Source: an optimization exercise on an open RTL-to-GDS flow (aim: small area, a short achievable clock period and few clock cycles per item). Production flows keep margins and buffers that such runs may drop.
No functional check of the RTL was part of any run shown here.

## config.mk

```make
export PLATFORM = sky130hd
export DESIGN_NAME = facet_tile
export DESIGN_NICKNAME = facet_tile
export VERILOG_FILES = /design/flow/design.v
export SDC_FILE = /design/flow/constraint.sdc
export NUM_CORES = 4
export LEC_CHECK = 0
export CAP_MARGIN = 20
export CORE_MARGIN = 2
export CORE_UTILIZATION = 30
export PLACE_DENSITY = 0.5
export SLEW_MARGIN = 20
```

## constraint.sdc

```tcl
create_clock -name core_clock -period 10.0 [get_ports {clk}]
set_input_delay 2.0000 -clock core_clock [delete_from_list [all_inputs] [get_ports {clk}]]
set_output_delay 2.0000 -clock core_clock [all_outputs]
set_load 0.01 [all_outputs]
```

## design.v

```verilog
module facet_tile (
    input  wire        clk,
    input  wire        rst,
    input  wire        start,
    input  wire [1:0]  cls,           
    input  wire [31:0] crc_in,        
    output wire        idle,
    input  wire        in_valid,
    input  wire [7:0]  in_data,
    output wire        in_ready,
    output reg         out_valid,
    output reg  [63:0] out_data,
    input  wire        out_ready,
    output reg         done,
    output wire [3:0]  done_cause,    
    output wire [7:0]  done_offset,   
    output wire [31:0] done_arg,      
    output wire [31:0] done_crc       
);
    localparam [3:0] P_HDR   = 4'd0,
                     P_U1    = 4'd1,
                     P_C1    = 4'd2,
                     P_E     = 4'd3,
                     P_B1    = 4'd4,
                     P_B2    = 4'd5,
                     P_BMAP  = 4'd6,
                     P_NLEN  = 4'd7,
                     P_NCOD  = 4'd8,
                     P_TRAIL = 4'd9;    
    reg         busy;
    reg         idle_r;       
    reg  [1:0]  cls_q;
    reg  [8:0]  idx;          
    reg  [3:0]  pst;          
    reg         fail;         
    reg  [3:0]  cause;
    reg  [7:0]  offset;
    reg  [31:0] arg;
    reg  [31:0] crc;
    reg  [10:0] p_last;       
    reg         rdy;
    reg         v0, v1;
    reg  [7:0]  h0, h1;
    reg         pend;
    reg  [9:0]  pend_l;
    reg  [7:0]  code_st;
    reg  [7:0]  len_st;       
    reg         bm;           
    reg         run_act;
    reg  [9:0]  run_l;        
    reg  [7:0]  run_code;     
    reg  [2:0]  q;            
    reg  [6:0]  bcnt;         
    reg         ofin;         
    assign idle        = idle_r;
    assign in_ready    = rdy;
    assign done_cause  = cause;
    assign done_offset = offset;
    assign done_arg    = arg;
    assign done_crc    = crc;
    function [31:0] crc64;
        input [31:0] c;
        input [63:0] d;
        reg [31:0] x, u;
        reg t0, t1, t2, t3, t4, t5, t6, t7, t8, t9, t10, t11, t12, t13, t14, t15, t16, t17, t18, t19, t20, t21, t22, t23, t24, t25, t26, t27, t28, t29, t30, t31, t32, t33, t34, t35, t36, t37, t38, t39, t40, t41, t42, t43, t44, t45, t46, t47, t48, t49, t50, t51, t52, t53, t54, t55, t56, t57, t58, t59, t60, t61, t62, t63, t64, t65, t66, t67, t68, t69, t70, t71, t72, t73, t74, t75, t76, t77, t78, t79, t80, t81, t82, t83, t84, t85, t86, t87, t88, t89, t90, t91, t92, t93, t94, t95, t96, t97, t98, t99, t100, t101, t102, t103, t104, t105, t106, t107, t108, t109, t110, t111, t112, t113, t114, t115, t116, t117, t118, t119, t120, t121, t122, t123, t124, t125, t126, t127, t128, t129, t130, t131, t132, t133, t134, t135, t136, t137, t138, t139, t140, t141, t142, t143, t144, t145, t146, t147, t148, t149, t150, t151;
        begin
            x = c ^ d[31:0];
            u = d[63:32] ^ {x[16:0], x[31:17]};
            t0 = u[6] ^ u[15];
            t1 = u[23] ^ x[26];
            t2 = x[24] ^ x[27];
            t3 = x[25] ^ x[28];
            t4 = u[1] ^ u[20];
            t5 = u[2] ^ u[25];
            t6 = u[10] ^ u[26];
            t7 = u[21] ^ u[22];
            t8 = t1 ^ x[29];
            t9 = u[4] ^ u[13];
            t10 = u[0] ^ u[19];
            t11 = u[29] ^ x[9];
            t12 = u[30] ^ x[10];
            t13 = u[31] ^ x[11];
            t14 = u[8] ^ u[17];
            t15 = u[16] ^ x[23];
            t16 = u[5] ^ x[30];
            t17 = u[27] ^ x[31];
            t18 = u[9] ^ x[16];
            t19 = u[3] ^ u[28];
            t20 = t15 ^ u[7];
            t21 = t0 ^ x[7];
            t22 = t3 ^ x[22];
            t23 = u[18] ^ x[20];
            t24 = t2 ^ x[21];
            t25 = x[1] ^ x[8];
            t26 = x[14] ^ x[19];
            t27 = u[14] ^ u[24];
            t28 = x[13] ^ x[18];
            t29 = t4 ^ u[11];
            t30 = x[12] ^ x[17];
            t31 = t5 ^ u[12];
            t32 = t12 ^ x[0];
            t33 = t16 ^ x[15];
            t34 = t7 ^ x[4];
            t35 = t6 ^ u[28];
            t36 = t10 ^ u[14];
            t37 = t18 ^ t21;
            t38 = t9 ^ x[5];
            t39 = t32 ^ x[6];
            t40 = t22 ^ x[3];
            t41 = t8 ^ t34;
            t42 = t14 ^ t19;
            t43 = t11 ^ x[2];
            t44 = t13 ^ x[19];
            t45 = t17 ^ t29;
            t46 = t23 ^ t28;
            t47 = t7 ^ u[3];
            t48 = t14 ^ t33;
            t49 = t20 ^ t30;
            t50 = u[12] ^ x[27];
            t51 = t24 ^ x[3];
            t52 = u[23] ^ x[20];
            t53 = t36 ^ u[30];
            t54 = t9 ^ u[26];
            t55 = t37 ^ t41;
            t56 = x[2] ^ x[9];
            t57 = u[11] ^ u[29];
            t58 = t26 ^ u[2];
            t59 = t26 ^ u[6];
            t60 = t35 ^ x[1];
            t61 = t5 ^ t25;
            t62 = t2 ^ t27;
            t63 = x[21] ^ x[30];
            t64 = t39 ^ x[14];
            t65 = u[0] ^ x[17];
            t66 = t17 ^ t25;
            t67 = t0 ^ t40;
            t68 = u[18] ^ x[18];
            t69 = t23 ^ u[27];
            t70 = x[6] ^ x[10];
            t71 = u[9] ^ x[4];
            t72 = t11 ^ x[6];
            t73 = x[5] ^ x[8];
            t74 = t21 ^ x[0];
            t75 = u[22] ^ u[25];
            t76 = t56 ^ u[31];
            t77 = x[13] ^ x[23];
            t78 = t19 ^ u[24];
            t79 = x[15] ^ x[28];
            t80 = t63 ^ u[31];
            t81 = t4 ^ x[31];
            t82 = t24 ^ t43;
            t83 = t10 ^ u[8];
            t84 = t8 ^ t53;
            t85 = t16 ^ t31;
            t86 = t3 ^ x[3];
            t87 = t54 ^ u[7];
            t88 = t13 ^ u[1];
            t89 = t42 ^ u[16];
            t90 = u[5] ^ x[26];
            t91 = t8 ^ t62;
            t92 = u[4] ^ x[22];
            t93 = t44 ^ t71;
            t94 = u[24] ^ x[17];
            t95 = t47 ^ x[21];
            t96 = t32 ^ t57;
            t97 = t37 ^ t38;
            t98 = t13 ^ u[27];
            t99 = t38 ^ x[24];
            t100 = u[23] ^ x[22];
            t101 = t45 ^ u[10];
            t102 = t50 ^ t58;
            t103 = t100 ^ x[29];
            t104 = t22 ^ t33;
            t105 = x[7] ^ x[18];
            t106 = t43 ^ u[21];
            t107 = t29 ^ x[12];
            t108 = t6 ^ x[23];
            t109 = t86 ^ t89;
            t110 = t30 ^ t48;
            t111 = t51 ^ u[21];
            t112 = u[0] ^ u[18];
            t113 = t52 ^ t78;
            t114 = t49 ^ x[16];
            t115 = t66 ^ u[20];
            t116 = t49 ^ t91;
            t117 = t60 ^ t69;
            t118 = t6 ^ x[28];
            t119 = x[26] ^ x[29];
            t120 = t61 ^ u[5];
            t121 = t75 ^ t96;
            t122 = t28 ^ x[11];
            t123 = t94 ^ t106;
            t124 = t1 ^ t9;
            t125 = t8 ^ t72;
            t126 = t82 ^ t83;
            t127 = u[11] ^ x[0];
            t128 = t12 ^ t52;
            t129 = t0 ^ u[26];
            t130 = t44 ^ u[10];
            t131 = t115 ^ u[12];
            t132 = u[29] ^ x[5];
            t133 = t20 ^ u[30];
            t134 = t23 ^ u[19];
            t135 = t61 ^ t80;
            t136 = t93 ^ u[4];
            t137 = t40 ^ u[25];
            t138 = t127 ^ u[13];
            t139 = t19 ^ t77;
            t140 = u[20] ^ x[8];
            t141 = t130 ^ u[17];
            t142 = t10 ^ t92;
            t143 = t124 ^ u[3];
            t144 = t31 ^ x[31];
            t145 = t34 ^ t113;
            t146 = t70 ^ x[2];
            t147 = t11 ^ t62;
            t148 = t18 ^ t27;
            t149 = t144 ^ u[24];
            t150 = t65 ^ x[4];
            t151 = t76 ^ t128;
            crc64[0] = (t45 ^ ((u[28] ^ u[4]) ^ t129)) ^ (t116 ^ ((t18 ^ t56) ^ t120));
            crc64[1] = (((x[10] ^ t0) ^ (t2 ^ t28)) ^ t109) ^ (t123 ^ ((t6 ^ (u[27] ^ u[7])) ^ t85));
            crc64[2] = (((x[11] ^ t119) ^ (t17 ^ t68)) ^ t109) ^ (t121 ^ (t87 ^ (t71 ^ t59)));
            crc64[3] = (t117 ^ t136) ^ (t84 ^ ((t50 ^ (u[7] ^ t132)) ^ t110));
            crc64[4] = ((t20 ^ t46) ^ t84) ^ ((t72 ^ t135) ^ (t99 ^ ((u[8] ^ x[17]) ^ t118)));
            crc64[5] = ((t42 ^ t59) ^ t114) ^ (((x[25] ^ t1) ^ t135) ^ (t39 ^ (t105 ^ t142)));
            crc64[6] = (((x[15] ^ x[16]) ^ t103) ^ (t44 ^ t46)) ^ (((t30 ^ t5) ^ (t57 ^ (u[14] ^ u[27]))) ^ (t74 ^ t89));
            crc64[7] = (((u[17] ^ u[3]) ^ t46) ^ t84) ^ ((t59 ^ t45) ^ (t82 ^ t85));
            crc64[8] = ((t80 ^ t81) ^ t67) ^ (((t12 ^ (u[21] ^ x[15])) ^ t102) ^ (t87 ^ (t134 ^ t78)));
            crc64[9] = ((t88 ^ (t25 ^ t30)) ^ t126) ^ (t145 ^ ((t79 ^ (u[9] ^ x[22])) ^ (t129 ^ t138)));
            crc64[10] = (((u[12] ^ u[22]) ^ t24) ^ (t35 ^ (x[31] ^ t12))) ^ (((t28 ^ t57) ^ (t73 ^ t90)) ^ t67);
            crc64[11] = ((t50 ^ t138) ^ (t150 ^ t22)) ^ ((t59 ^ t98) ^ (t125 ^ t133));
            crc64[12] = (((u[26] ^ x[18]) ^ t31) ^ ((x[28] ^ t140) ^ (t17 ^ (u[11] ^ u[16])))) ^ (t97 ^ (t151 ^ t48));
            crc64[13] = (t111 ^ t141) ^ ((t107 ^ t143) ^ (((u[15] ^ x[1]) ^ t146) ^ (t31 ^ (x[23] ^ t112))));
            crc64[14] = (t131 ^ t137) ^ (t55 ^ (((u[13] ^ u[7]) ^ (x[11] ^ x[9])) ^ (t134 ^ t139)));
            crc64[15] = ((t20 ^ t35) ^ (t38 ^ (t140 ^ t27))) ^ (t126 ^ (((x[10] ^ x[12]) ^ (x[14] ^ x[30])) ^ t41));
            crc64[16] = (t137 ^ (((u[15] ^ u[23]) ^ (u[9] ^ x[11])) ^ t147)) ^ ((t39 ^ t45) ^ (t48 ^ ((x[13] ^ x[5]) ^ (t65 ^ t7))));
            crc64[17] = (t55 ^ t64) ^ (((t3 ^ t68) ^ t60) ^ ((t88 ^ (x[12] ^ t15)) ^ t149));
            crc64[18] = ((t36 ^ t81) ^ t141) ^ (t97 ^ ((u[22] ^ t11) ^ (t139 ^ t33)));
            crc64[19] = (((x[23] ^ x[27]) ^ (t119 ^ (u[25] ^ u[9]))) ^ t117) ^ (t123 ^ t64);
            crc64[20] = (t60 ^ (t98 ^ (x[30] ^ t105))) ^ (t121 ^ ((t79 ^ (u[19] ^ x[2])) ^ t51));
            crc64[21] = ((t31 ^ (u[1] ^ t90)) ^ t136) ^ (t67 ^ (t133 ^ t147));
            crc64[22] = ((t148 ^ t150) ^ (t38 ^ t42)) ^ (t101 ^ ((t25 ^ t3) ^ t151));
            crc64[23] = (t111 ^ t114) ^ (t131 ^ ((t70 ^ (u[23] ^ u[6])) ^ ((t13 ^ t132) ^ (t6 ^ t68))));
            crc64[24] = (((x[6] ^ t14) ^ (t15 ^ (x[19] ^ x[27]))) ^ t55) ^ ((t120 ^ t53) ^ ((t122 ^ t22) ^ (t54 ^ t81)));
            crc64[25] = ((t76 ^ (t16 ^ t4)) ^ t116) ^ (((t73 ^ (u[17] ^ u[9])) ^ t74) ^ ((t118 ^ t47) ^ (t58 ^ t69)));
            crc64[26] = ((t46 ^ t86) ^ t110) ^ (((x[26] ^ t18) ^ t95) ^ ((t4 ^ t108) ^ (t146 ^ t36)));
            crc64[27] = ((t142 ^ t58) ^ t101) ^ (t55 ^ (t51 ^ (u[18] ^ t122)));
            crc64[28] = ((t73 ^ t20) ^ t145) ^ (((u[10] ^ t10) ^ t102) ^ (t104 ^ t107));
            crc64[29] = (((x[20] ^ t14) ^ (t77 ^ t79)) ^ t149) ^ ((t125 ^ t95) ^ (t99 ^ ((u[6] ^ x[16]) ^ t29)));
            crc64[30] = ((t24 ^ t47) ^ t64) ^ (((t112 ^ (x[25] ^ x[7])) ^ t85) ^ (t87 ^ (t103 ^ t148)));
            crc64[31] = ((t108 ^ t66) ^ (t83 ^ t88)) ^ (((t27 ^ t75) ^ t104) ^ (t143 ^ t74));
        end
    endfunction
    wire [7:0] b = h0;
    wire [8:0] slen_m1 = (9'd256 >> cls_q) - 9'd1;
    wire wr_ok = !out_valid || out_ready;
    wire xfer  = out_valid && out_ready;
    wire       rn_can  = busy && !ofin && !bm && (run_act || pend);
    wire       rn_go   = rn_can && wr_ok;
    wire [9:0] f_l     = run_act ? run_l : pend_l;
    wire       f_on    = f_l[9:3] != bcnt;                    
    wire       f_beat  = f_on || (f_l[2:0] == 3'd7);          
    wire       pend_use = rn_go && !run_act;
    reg  [7:0] ln_plan, ln_sel;
    wire       bt_plan = bm ? (busy && pend) : (rn_can && f_beat);
    integer    k;
    always @(*)
        for (k = 0; k < 8; k = k + 1) begin
            ln_plan[k] = bm ? (busy && pend)
                            : (rn_can && k >= q && (f_on || k <= f_l[2:0]));
            ln_sel[k]  = bm ? pend_l[k] : !run_act;
        end
    wire ip_plain = busy && v0 && (pst != P_NLEN) && (pst != P_BMAP) &&
                    (pst != P_NCOD || !pend);
    wire nlen_go  = busy && v0 && (pst == P_NLEN) && (!pend || idx != slen_m1);
    wire ip_bm    = busy && v0 && (pst == P_BMAP) && !run_act;
    wire ip_acc   = ip_plain || nlen_go || ip_bm;
    wire bm_go    = busy && bm && pend && wr_ok;
    wire [10:0] n_last = p_last + {3'd0, len_st} + 11'd1;
    wire last_byte = (idx == slen_m1 + 9'd1) || (ip_acc && idx == slen_m1);
    wire og_fin    = ofin && wr_ok;
    wire push = in_valid && rdy;
    integer j;
    always @(posedge clk) begin
        if (ip_acc) begin
            h0 <= v1 ? h1 : in_data;
            v0 <= v1 || push;
            h1 <= in_data;
            v1 <= v1 && push;
            rdy <= 1'b1;
        end else begin
            if (!v0) h0 <= in_data;
            else if (!v1) h1 <= in_data;
            v0 <= v0 || push;
            v1 <= v1 || (v0 && push);
            rdy <= !(v1 || (v0 && push));
        end
        begin
            done <= 1'b0;
            if (xfer) begin
                out_valid <= 1'b0;
                crc <= crc64(crc, out_data);
            end
            for (j = 0; j < 8; j = j + 1)
                if (wr_ok && ln_plan[j])
                    out_data[8*j +: 8] <= ln_sel[j] ? code_st : run_code;
            if (wr_ok && bt_plan) begin
                out_valid <= 1'b1;
                bcnt <= bcnt + 7'd1;
                if (bcnt == 7'd127) ofin <= 1'b1;
            end
            if (rn_go) begin
                q <= f_beat ? 3'd0 : f_l[2:0] + 3'd1;
                if (pend_use) begin
                    pend     <= 1'b0;
                    run_code <= code_st;
                    run_l    <= pend_l;
                end
                run_act <= f_on;
            end
            if (bm_go) begin
                if (run_act) begin
                    pend_l[7:0] <= run_l[7:0];
                    run_act <= 1'b0;
                end else if (ip_bm)
                    pend_l[7:0] <= b;
                else
                    pend <= 1'b0;
            end else if (ip_bm) begin
                if (pend) begin
                    run_l[7:0] <= b;
                    run_act <= 1'b1;
                end else begin
                    pend_l[7:0] <= b;
                    pend <= 1'b1;
                end
            end
            if (ip_acc)
                idx <= idx + 9'd1;
            if (ip_bm && idx == 9'd130)
                pst <= P_TRAIL;
            if (nlen_go) begin
                if (idx == slen_m1) begin
                    fail <= 1'b1; cause <= 4'd6; offset <= idx[7:0];
                    pend <= 1'b1; pend_l <= 10'd1023; code_st <= 8'd0;
                    pst <= P_TRAIL;
                end else begin
                    len_st <= b;
                    pst <= P_NCOD;
                end
            end
            if (ip_plain) begin
                case (pst)
                    P_HDR: begin
                        if (b[4:0] != 5'd0) begin
                            fail <= 1'b1; cause <= 4'd4;
                            pend <= 1'b1; pend_l <= 10'd1023; code_st <= 8'd0;
                            pst <= P_TRAIL;
                        end else case (b[7:5])
                            3'd0: pst <= P_U1;
                            3'd1: begin cause <= 4'd14; pst <= P_C1; end
                            3'd7: begin cause <= 4'd15; pst <= P_E;
                                        pend <= 1'b1; pend_l <= 10'd1023; code_st <= 8'd0; end
                            3'd2: if (cls_q != 2'd0) begin
                                      fail <= 1'b1; cause <= 4'd7;
                                      pend <= 1'b1; pend_l <= 10'd1023; code_st <= 8'd0;
                                      pst <= P_TRAIL;
                                  end else begin
                                      bm  <= 1'b1;
                                      pst <= P_B1;
                                  end
                            3'd3: pst <= P_NLEN;
                            default: begin
                                fail <= 1'b1; cause <= 4'd3;
                                pend <= 1'b1; pend_l <= 10'd1023; code_st <= 8'd0;
                                pst <= P_TRAIL;
                            end
                        endcase
                    end
                    P_U1: begin
                        pend <= 1'b1; pend_l <= 10'd1023; code_st <= b;
                        pst <= P_TRAIL;
                    end
                    P_C1: begin
                        arg[7:0] <= b;
                        pend <= 1'b1; pend_l <= 10'd1023; code_st <= 8'd0;
                        pst <= P_TRAIL;
                    end
                    P_E: begin
                        case (idx[2:0])
                            3'd1:    arg[7:0]   <= b;
                            3'd2:    arg[15:8]  <= b;
                            3'd3:    arg[23:16] <= b;
                            default: arg[31:24] <= b;
                        endcase
                        if (idx[2:0] == 3'd4) pst <= P_TRAIL;
                    end
                    P_B1: begin run_code <= b; pst <= P_B2; end
                    P_B2: begin code_st  <= b; pst <= P_BMAP; end
                    P_NCOD: begin
                        if (n_last[10]) begin
                            fail <= 1'b1; cause <= 4'd6; offset <= idx[7:0] - 8'd1;
                            pend <= 1'b1; pend_l <= 10'd1023; code_st <= 8'd0;
                            pst <= P_TRAIL;
                        end else begin
                            pend <= 1'b1; pend_l <= n_last[9:0]; code_st <= b;
                            p_last <= n_last;
                            pst <= (n_last[9:0] == 10'd1023) ? P_TRAIL : P_NLEN;
                        end
                    end
                    default: if (!fail && b != 8'd0) begin    
                        fail <= 1'b1; cause <= 4'd4; offset <= idx[7:0]; arg <= 32'd0;
                    end
                endcase
            end
            if (busy && last_byte && og_fin) begin
                done   <= 1'b1;
                busy   <= 1'b0;
                idle_r <= 1'b1;
            end
            if (!busy) begin
                busy     <= start;
                idle_r   <= !start;
                cls_q    <= cls;
                crc      <= crc_in;
                idx      <= 9'd0;
                pst      <= P_HDR;
                fail     <= 1'b0;
                cause    <= 4'd0;
                offset   <= 8'd0;
                arg      <= 32'd0;
                p_last   <= 11'h7FF;
                pend     <= 1'b0;
                run_act  <= 1'b0;
                bm       <= 1'b0;
                q        <= 3'd0;
                bcnt     <= 7'd0;
                ofin     <= 1'b0;
            end
        end
        if (rst) begin
            busy      <= 1'b0;
            idle_r    <= 1'b1;
            out_valid <= 1'b0;
            done      <= 1'b0;
            v0        <= 1'b0;
            v1        <= 1'b0;
            rdy       <= 1'b1;
        end
    end
endmodule
```

## run.sh

```bash
#!/bin/bash
# synth_recipe.tcl (not shown) runs the flow's synth.tcl, then flattens the netlist and writes it again
# the make line also repeats each setting of config.mk as NAME=value (left out here)
make -C /OpenROAD-flow-scripts/flow DESIGN_CONFIG=/design/flow/config.mk WORK_HOME=/design/flow/orfs CLKGATE_MAP_FILE= SYNTH_SCRIPT=/design/flow/synth_recipe.tcl finish
```

==> results_dict.tcl, run 1 <==
set metrics [dict create \
    min_path_type "flop to flop" \
    grt-ovfl-total 0 \
    cp_num_buf_inv 1 \
    worstSetupPathType "flop to flop" \
    cts_setup_buffers 0 \
    avgSynthCellArea_um2 10.5 \
    drive_gt1_frac 0.136 \
    cp-end-kind "flop" \
    numCtsBuffers 30 \
    synth_area_leader_cell "edfxtp_1" \
    cts_tree "built" \
    final_util 0.367 \
    synth_nets 1680 \
    ant_nets 0 \
    syn-cell-area_um2 16900 \
    finalWirelength_um 59900 \
    initial_utilization 0.302 \
    clock_sinks 248 \
    antenna_found_initial 2 \
    hold_viol_final 0 \
    die_x_um 241 \
    cts_hold_buffers 0 \
    worstSkewPairLatency_ns 0.58 \
    dpl.hpwl_um 47100 \
    cts_resized 0 \
    crit_slowest_cell "dfxtp_2" \
    critPathTopFamily "simple AND/OR/NAND/NOR gates" \
    worstPathMaxFanout 42 \
    pin_count 191 \
    fin_crit_sh 0.424 \
    synth_seq_cells 248 \
    worstRegToRegCells 6 \
    port-buffer-count 190 \
    path_depth 6 \
    final_common_cell "xnor2_1" \
    synth_cell_types 64 \
    synth_edf_count 124 \
    rows 87 \
    maxCapViolations 0 \
    setup_ws_ns 5.76 \
    setup_tns_ns 0 \
    syn_inst 1613 \
    cp_data_required_time_ns 10.46 \
    relSlewSlack 0.258 \
    die_h_um 241 \
    dr.pass1.iters 5 \
    cp_cell_sequence "buf_4, nand2_1, a311oi_1, nand3_1, o21a_1, or3_1" \
    grt_pass1_vias 12706 \
    max_freq_ghz 0.236 \
    grt_use_total 0.204 \
    wire_per_inst_um 23.5 \
    setup_viol 0 \
    cp.arrival_ns 4.70 \
    clk_pin_slew_ns 0.06 \
    die-area_um2 58300 \
    worst_pin_slew_ns 1.11 \
    ys_warn_count 1 \
    reg2reg_slack_ns 5.76 \
    grt_max_degree 43 \
    vias 12335 \
    skew_ns 0.0223 \
    netlist.area_leader.share 0.220 \
    h-tree-depth 1 \
    vias_per_cell 4.84 \
    drt_iter0_markers 805 \
    slew_violations 0 \
    fin_nets 1838 \
    dp_slack_ns 5.80 \
    cp-start-kind "flop" \
    diodes 0 \
    min_period_ns 4.24 \
    ys_seq_area_frac 0.367 \
    whs_path_depth 2 \
    rsz0062_at_grt "no" \
    place.gp.congestion 1.00 \
    status "no timing/DRC/antenna violations" \
    coreArea_um2 56100 \
    clockBufferDepth 3 \
    syn2layout_area_growth_pct 21.6 \
    synthArstFlopShare 0 \
    cts_root_buf "clkbuf_16" \
    yosys_most_used_dff "edfxtp_1" \
    final_cell_mix "xnor2_1 (352), clkdlybuf4s50_1 (190), nor2_1 (157)" \
    cp_slowest_stage_delay_ns 0.92 \
    grt_pass1_wl_um 86800 \
    synth_area_leaders "edfxtp_1 (22%), xnor2_1 (18%), dfxtp_1 (15%), mux2_2 (6.4%), xor2_1 (4.2%)" \
    drc 0 \
]
[per-layer routing]
metal | vias to the layer above | wire length [um] | track usage
li1 | 5872 | - | -
met1 | 6025 | 25200 | 0.250
met2 | 338 | 29600 | 0.362
met3 | 98 | 2630 | 0.0271
met4 | 2 | 2510 | 0.0801
met5 | - | 14 | 0
[synthesized netlist by cell type, types with 9 or more instances]
master / number
a21oi_1: 88
a22o_1: 11
a22oi_1: 16
and2_1: 13
clkbuf_1: 64
dfxtp_1: 124
edfxtp_1: 124
ha_1: 19
inv_1: 17
mux2_2: 96
mux2i_1: 54
nand2_1: 66
nand3_1: 20
nor2_1: 157
nor3_1: 18
o21ai_0: 74
o22ai_1: 9
xnor2_1: 352
xnor2_2: 34
xnor2_4: 15
xor2_1: 81
xor2_2: 20
xor2_4: 11
[cell families after synthesis]
kind of cell    share of synthesized area
xor+xnor                            0.321
simple gates                       0.0873
compound gates                     0.0913
flops                               0.367
mux                                0.0977
buf+inv                            0.0201
fa+ha+maj                          0.0152
[tightest hold or removal path, cell delays in order, from the launching register on]
cell and delay (ns):
dfxtp_1 0.31, nand2b_1 0.06, a21oi_1 0.06
[worst paths after layout]
path,start,to
max,busy,p_last[9]
min,arg[23],arg[23]
max reg2reg,busy,p_last[9]
min reg2reg,arg[23],arg[23]
[area by class of cell]
cell class,count,area [um^2]
fill,5682,35500
inverter,18,67.6
clock inverter,10,82.6
multi-input combinational,1275,10400
tap,756,946
clock buffer,46,926
timing repair buffer,198,1960
sequential,248,6210
[metrics by stage]
| step | instances | cell area [um^2] | hold slack [ns] |
|---|---|---|---|
| detailed placement | 2495 | 19600 | 0.473 |
| CTS | 2551 | 20600 | 0.487 |
| global route | 2551 | 20600 | 0.510 |
| finish | 2551 | 20600 | 0.481 |
| global placement | 2495 | 19600 | 0.461 |
| floorplan | 1613 | 16900 | 0.424 |
[state kept, by name, indices dropped and copies added (netlist names), 2 cells and up]
name	count
cause	4
arg	32
h1	8
bcnt	7
pend_l	10
p_last	11
idx	9
cls_q	2
pst	4
run_code	8
code_st	8
len_st	8
out_data	64
q	3
run_l	10
h0	8
offset	8
crc	32
==> run 2: changes to the inputs <==
--- a/config.mk
+++ b/config.mk
@@ -9,4 +9,4 @@
 export CORE_MARGIN = 2
 export CORE_UTILIZATION = 30
 export PLACE_DENSITY = 0.5
-export SLEW_MARGIN = 20
+export SLEW_MARGIN = 50
==> run 2 against run 1 <==
Net effect: still clean; routed wire length barely moved; area after synthesis unchanged; flip-flop and latch count is the same; global-route usage hardly changed; largest cell class unchanged.
==> results_dict.tcl, run 2 <==
set metrics [dict create \
    status "no timing/DRC/antenna violations" \
    top_register "out_data" \
    cts_hold_buffers 0 \
    rows 87 \
    diodes 0 \
    ys_warn_count 1 \
    setup_tns_ns 0 \
    cp-start-kind "flop" \
    place.gp.congestion 1.00 \
    die_h_um 241 \
    clock_sinks 248 \
    die-area_um2 58300 \
    max_freq_ghz 0.252 \
    setup_ws_ns 6.03 \
    antenna_found_initial 2 \
    vias_per_cell 4.85 \
    synth_area_leaders "edfxtp_1 (22%), xnor2_1 (18%), dfxtp_1 (15%), mux2_2 (6.4%), xor2_1 (4.2%)" \
    drc 0 \
    grt_pass1_wl_um 87200 \
    initial_utilization 0.302 \
    top_regs "out_data: 64 flops, arg: 32 flops, crc: 32 flops" \
    wire_per_inst_um 23.4 \
    coreArea_um2 56100 \
    slew_violations 0 \
    worstSetupPathType "flop to primary output" \
    ant_nets 0 \
    rsz0062_at_grt "no" \
    syn_inst 1613 \
    drt_iter0_markers 788 \
    setup_viol 0 \
    synth_area_leader_cell "edfxtp_1" \
    cp_cell_sequence "clkdlybuf4s50_1" \
    yosys_most_used_dff "edfxtp_1" \
    yosysMostFrequentCell "xnor2_1" \
    min_path_type "flop to flop" \
    crit_slowest_cell "edfxtp_1" \
    numCtsBuffers 31 \
    critPathTopFamily "flip-flops" \
    grt-ovfl-total 0 \
    cp.arrival_ns 1.97 \
    worst_pin_slew_ns 0.764 \
    h-tree-depth 1 \
    grt_max_degree 43 \
    netlist.area_leader.share 0.220 \
    cp-end-kind "primary output" \
    pin_count 191 \
    largest_reg_flops 64 \
    reg2reg_slack_ns 6.15 \
    cts_tree "built" \
    grt_pass1_vias 12713 \
    vias 12382 \
    syn-cell-area_um2 16900 \
    synth_seq_cells 248 \
    cp_num_buf_inv 1 \
    avgSynthCellArea_um2 10.5 \
    skew_ns 0.0152 \
    multi_input_comb_area_um2 10500 \
    drive_gt1_frac 0.155 \
    relSlewSlack 0.487 \
    cp_slowest_stage_delay_ns 0.71 \
    cts_root_buf "clkbuf_16" \
    syn2layout_area_growth_pct 22.7 \
    maxCapViolations 0 \
    register_area_um2 6210 \
    nFillCells 5650 \
    clockBufferDepth 3 \
    dp_slack_ns 5.91 \
    worstPathMaxFanout 5 \
    whs_path_depth 2 \
    final_cell_mix "xnor2_1 (346), clkdlybuf4s50_1 (190), nor2_1 (149)" \
    cp_data_required_time_ns 8.00 \
    worstSkewPairLatency_ns 0.61 \
    path_depth 1 \
    ys_top_cells_by_count "xnor2_1 (352), nor2_1 (157), dfxtp_1 (124), edfxtp_1 (124), mux2_2 (96)" \
    die_x_um 241 \
    dpl.hpwl_um 47200 \
    finalWirelength_um 59900 \
    hold_viol_final 0 \
    fin_nets 1841 \
    synth_nets 1680 \
    min_period_ns 3.97 \
    dr.pass1.iters 5 \
    synth_edf_count 124 \
    port-buffer-count 190 \
    synthArstFlopShare 0 \
    clk_pin_slew_ns 0.06 \
    grt_use_total 0.204 \
    cts_resized 0 \
    fin_crit_sh 0.397 \
    synth_cell_types 64 \
    final_util 0.370 \
    ys_seq_area_frac 0.367 \
    cts_setup_buffers 0 \
    worstRegToRegCells 8 \
    final_common_cell "xnor2_1" \
]
[run 2: cell counts after synthesis]
Identical to the previous run, type by type.
[run 2: final timing paths]
check	from	endpoint
min	arg[23]	arg[23]
min reg2reg	arg[23]	arg[23]
max	out_data[32]	out_data[32]
max reg2reg	busy	h0[6]
[run 2: stage by stage]
| step | area [um^2] | hold WS (ns) | std cells |
|---|---|---|---|
| after floorplan | 16900 | 0.424 | 1613 |
| after global placement | 19600 | 0.461 | 2495 |
| after detailed placement | 19700 | 0.467 | 2497 |
| after CTS | 20700 | 0.481 | 2555 |
| after global routing | 20700 | 0.494 | 2555 |
| final | 20700 | 0.473 | 2555 |
[run 2: cells by family (layout without fill, tap and decap cells)]
| logic type | count (synthesis) | in the layout | synth area share |
|---|---|---|---|
| XOR/XNOR | 515 | 515 | 0.321 |
| AND/OR/NAND/NOR | 329 | 329 | 0.0873 |
| AO/OA/AOI/OAI | 259 | 259 | 0.0913 |
| flip-flops | 248 | 248 | 0.367 |
| multiplexers | 152 | 152 | 0.0977 |
| buffers and inverters | 90 | 276 | 0.0201 |
| adder cells (fa/ha/maj) | 20 | 20 | 0.0152 |
[run 2: routing by layer]
metal  up-vias  track usage  wire [um]  share of wire
met5         -            0         16        0.00027
met4         2       0.0651       2140          0.036
met3        86       0.0286       2700          0.045
met2       346        0.368      30000           0.50
met1      6079        0.250      25000           0.42
li1       5869            -          -              -
[run 2: cell type report]
type / count / share of cell area
clock buffers: 43 / 0.0417
clock inverters: 15 / 0.00627
inverters: 18 / 0.00326
multi-input cells: 1275 / 0.508
flip-flops and latches: 248 / 0.300
well taps: 756 / 0.0456
repair buffers: 200 / 0.0955
==> run 3: changes to the inputs <==
--- a/design.v
+++ b/design.v
@@ -31,6 +31,8 @@
     reg         idle_r;       
     reg  [1:0]  cls_q;
     reg  [8:0]  idx;          
+    reg         at_last;      
+    reg         all_in;       
     reg  [3:0]  pst;          
     reg         fail;         
     reg  [3:0]  cause;
@@ -260,25 +262,29 @@
     wire       rn_go   = rn_can && wr_ok;
     wire [9:0] f_l     = run_act ? run_l : pend_l;
     wire       f_on    = f_l[9:3] != bcnt;                    
-    wire       f_beat  = f_on || (f_l[2:0] == 3'd7);          
-    wire       pend_use = rn_go && !run_act;
+    wire       b_on    = run_act && pend && !f_on && (run_l[2:0] != 3'd7);
+    wire       p_on    = pend_l[9:3] != bcnt;                 
+    wire [2:0] l_end   = b_on ? pend_l[2:0] : f_l[2:0];       
+    wire       f_beat  = (b_on ? p_on : f_on) || (l_end == 3'd7);    
+    wire       pend_use = rn_go && (!run_act || b_on);
     reg  [7:0] ln_plan, ln_sel;
     wire       bt_plan = bm ? (busy && pend) : (rn_can && f_beat);
     integer    k;
     always @(*)
         for (k = 0; k < 8; k = k + 1) begin
             ln_plan[k] = bm ? (busy && pend)
-                            : (rn_can && k >= q && (f_on || k <= f_l[2:0]));
-            ln_sel[k]  = bm ? pend_l[k] : !run_act;
+                            : (rn_can && k >= q && (f_on || k <= f_l[2:0] ||
+                                                    (b_on && (p_on || k <= pend_l[2:0]))));
+            ln_sel[k]  = bm ? pend_l[k] : (!run_act || (!f_on && k > f_l[2:0]));
         end
     wire ip_plain = busy && v0 && (pst != P_NLEN) && (pst != P_BMAP) &&
                     (pst != P_NCOD || !pend);
-    wire nlen_go  = busy && v0 && (pst == P_NLEN) && (!pend || idx != slen_m1);
+    wire nlen_go  = busy && v0 && (pst == P_NLEN) && (!pend || !at_last);
     wire ip_bm    = busy && v0 && (pst == P_BMAP) && !run_act;
     wire ip_acc   = ip_plain || nlen_go || ip_bm;
     wire bm_go    = busy && bm && pend && wr_ok;
     wire [10:0] n_last = p_last + {3'd0, len_st} + 11'd1;
-    wire last_byte = (idx == slen_m1 + 9'd1) || (ip_acc && idx == slen_m1);
+    wire last_byte = all_in || (ip_acc && at_last);
     wire og_fin    = ofin && wr_ok;
     wire push = in_valid && rdy;
     integer j;
@@ -311,13 +317,13 @@
                 if (bcnt == 7'd127) ofin <= 1'b1;
             end
             if (rn_go) begin
-                q <= f_beat ? 3'd0 : f_l[2:0] + 3'd1;
+                q <= f_beat ? 3'd0 : l_end + 3'd1;
                 if (pend_use) begin
                     pend     <= 1'b0;
                     run_code <= code_st;
                     run_l    <= pend_l;
                 end
-                run_act <= f_on;
+                run_act <= b_on ? p_on : f_on;
             end
             if (bm_go) begin
                 if (run_act) begin
@@ -336,12 +342,15 @@
                     pend <= 1'b1;
                 end
             end
-            if (ip_acc)
-                idx <= idx + 9'd1;
+            if (ip_acc) begin
+                idx     <= idx + 9'd1;
+                at_last <= idx == slen_m1 - 9'd1;
+                all_in  <= at_last;
+            end
             if (ip_bm && idx == 9'd130)
                 pst <= P_TRAIL;
             if (nlen_go) begin
-                if (idx == slen_m1) begin
+                if (at_last) begin
                     fail <= 1'b1; cause <= 4'd6; offset <= idx[7:0];
                     pend <= 1'b1; pend_l <= 10'd1023; code_st <= 8'd0;
                     pst <= P_TRAIL;
@@ -425,6 +434,8 @@
                 cls_q    <= cls;
                 crc      <= crc_in;
                 idx      <= 9'd0;
+                at_last  <= 1'b0;
+                all_in   <= 1'b0;
                 pst      <= P_HDR;
                 fail     <= 1'b0;
                 cause    <= 4'd0;
--- a/config.mk
+++ b/config.mk
@@ -9,4 +9,4 @@
 export CORE_MARGIN = 2
 export CORE_UTILIZATION = 30
 export PLACE_DENSITY = 0.5
-export SLEW_MARGIN = 50
+export SLEW_MARGIN = 20
==> run 3 against run 2 <==
Net effect: cell count is 2.8% higher; critical path depth is 15 higher; clock skew is 0.012 ns higher; synthesized cell count is 4.3% higher; register-to-register slack worse by 0.45 ns; fmax is 7.7% lower; first-iteration DRC count is 1.9% higher; largest cell class unchanged.
==> results_dict.tcl, run 3 <==
set metrics [dict create \
    syn2layout_area_growth_pct 20.7 \
    drt_iter0_markers 803 \
    cp-start-kind "flop" \
    numCtsBuffers 31 \
    final_common_cell "xnor2_1" \
    cp_data_required_time_ns 10.45 \
    maxCapViolations 0 \
    hold_slack_ns 0.461 \
    grt_use_total 0.203 \
    dp_slack_ns 5.54 \
    fin_nets 1902 \
    cp-end-kind "flop" \
    synth_edf_count 124 \
    setup_ws_ns 5.70 \
    place.gp.congestion 1.00 \
    relSlewSlack 0.277 \
    cts_root_buf "clkbuf_16" \
    cts_setup_buffers 0 \
    cts_resized 0 \
    yosys_most_used_dff "dfxtp_1" \
    die_h_um 246 \
    die_x_um 246 \
    worstPathMaxFanout 45 \
    ys_warn_count 1 \
    setup_tns_ns 0 \
    top_register "out_data" \
    clockBufferDepth 3 \
    largest_reg_flops 64 \
    drc 0 \
    grt_max_degree 68 \
    fin_crit_sh 0.430 \
    dpl.hpwl_um 48700 \
    slew_violations 0 \
    clock_sinks 250 \
    final_util 0.367 \
    ys_top_cells_by_count "xnor2_1 (333), nor2_1 (142), dfxtp_1 (126)" \
    vias_per_cell 4.96 \
    diodes 0 \
    die-area_um2 60500 \
    rows 88 \
    port-buffer-count 190 \
    yosysMostFrequentCell "xnor2_1" \
    h-tree-depth 1 \
    min_path_type "flop to flop" \
    ys_seq_area_frac 0.356 \
    hold_viol_final 0 \
    skew_ns 0.0268 \
    syn-cell-area_um2 17600 \
    worst_pin_slew_ns 1.08 \
    synth_nets 1748 \
    cts_hold_buffers 0 \
    top_regs "out_data: 64 flops, arg: 32 flops, crc: 32 flops" \
    initial_utilization 0.304 \
    min_period_ns 4.30 \
    final_cell_mix "xnor2_1 (333), clkdlybuf4s50_1 (190), nor2_1 (142)" \
    status "no timing/DRC/antenna violations" \
    grt-ovfl-total 0 \
    rsz0062_at_grt "no" \
    synthArstFlopShare 0 \
    cp.arrival_ns 4.76 \
    grt_pass1_vias 13034 \
    pin_count 191 \
    worstSetupPathType "flop to flop" \
    cts_tree "built" \
    netlist.area_leader.share 0.212 \
    worstSkewPairLatency_ns 0.61 \
    dr.pass1.iters 5 \
    clk_pin_slew_ns 0.06 \
    setup_viol 0 \
    wire_per_inst_um 23.8 \
    drive_gt1_frac 0.142 \
    grt_pass1_wl_um 90900 \
    synth_area_leaders "edfxtp_1 (21%), xnor2_1 (17%), dfxtp_1 (14%), mux2_2 (6.3%), xor2_1 (5.0%)" \
    nFillCells 5835 \
    avgSynthCellArea_um2 10.4 \
    antenna_found_initial 0 \
    synth_cell_types 73 \
    ant_nets 0 \
    vias 13018 \
    synth_area_leader_cell "edfxtp_1" \
    synth_seq_cells 250 \
    max_freq_ghz 0.232 \
    coreArea_um2 57800 \
    syn_inst 1683 \
    finalWirelength_um 62500 \
]
-- run 3: layout make-up --
class                      instances  area [um^2]  area share
clock buffer                      37          798      0.0377
clock inverter                    21          189     0.00891
inverter                          17         63.8     0.00301
multi-input combinational       1332        10900       0.516
sequential                       250         6250       0.295
tap                              765          957      0.0451
timing repair buffer             205         2010      0.0950
-- run 3: cell families (layout without fill, tap and decap cells) --
group,count (synthesis),in the layout,synth area share
compound gates,243,243,0.0860
xor+xnor,520,520,0.313
fa+ha+maj,19,19,0.0138
buf+inv,101,280,0.0229
flops,250,250,0.356
mux,183,183,0.111
simple gates,367,367,0.0976
-- run 3: path summary, 6_finish.rpt --
path,start,endpoint,cells after the start,slack [ns]
max,run_act,bcnt[6],16,5.70
min,all_in,all_in,2,0.46
max reg2reg,run_act,bcnt[6],16,5.70
min reg2reg,all_in,all_in,2,0.46
-- run 3: per-layer routing --
layer / GRT usage / vias up / part of all wire
met5: 0 / - / 0
met1: 0.263 / 6383 / 0.44
met4: 0.0749 / 0 / 0.039
met2: 0.341 / 388 / 0.47
met3: 0.0310 / 109 / 0.052
li1: - / 6138 / -
-- run 3: critical path, cell delays in order (launching register included) --
cell     delay [ns]
dfxtp_1        0.30
buf_4          0.42
mux2i_1        0.28
xnor2_1        0.09
nor4_1         0.33
nand4_1        0.38
nor2_1         0.29
nor2b_1        0.18
mux2_2         0.28
ha_1           0.15
ha_1           0.17
nor3_1         0.08
o31a_1         0.27
nor2_1         0.42
and4_1         0.32
xnor2_1        0.12
nor2_1         0.05
-- run 3: stage by stage --
stage / area, um^2 / std cells
4_1_cts: 21200 / 2627
5_1_grt: 21200 / 2627
6_report: 21200 / 2627
3_5_place_dp: 20200 / 2569
2_1_floorplan: 17600 / 1683
3_3_place_gp: 20200 / 2569

re-timing with driven ports:
The flow's constraints put no driver on any port. The routed layouts listed below were extracted and timed again, unchanged, in two steps.
Step 1, drivers: a clkbuf_16 drives clk and a buf_2 each remaining input, both assumed.
Step 2, shift: input delay + t, output delay - t, t = (earliest + latest rising clock arrival at the registers) / 2. This alone moves slack from input paths to output paths.
a / b / c = ideal / step 1 / step 2; a / b = the first two.
run	t, ns	setup slack, ns	worst setup path after step 2	clock arrival spread, ns
run 1	0.622	5.762 / 5.762 / 5.731	input to register	0.023 / 0.022
run 2	0.653	6.029 / 5.973 / 5.825	input to register	0.016 / 0.017
run 3	0.661	5.696 / 5.696 / 5.494	input to register	0.027 / 0.027
After both steps setup and hold are still met in every run listed. For run 2, which loses most, drivers alone change the setup slack by -0.056 ns; drivers and shift together by -0.204 ns.
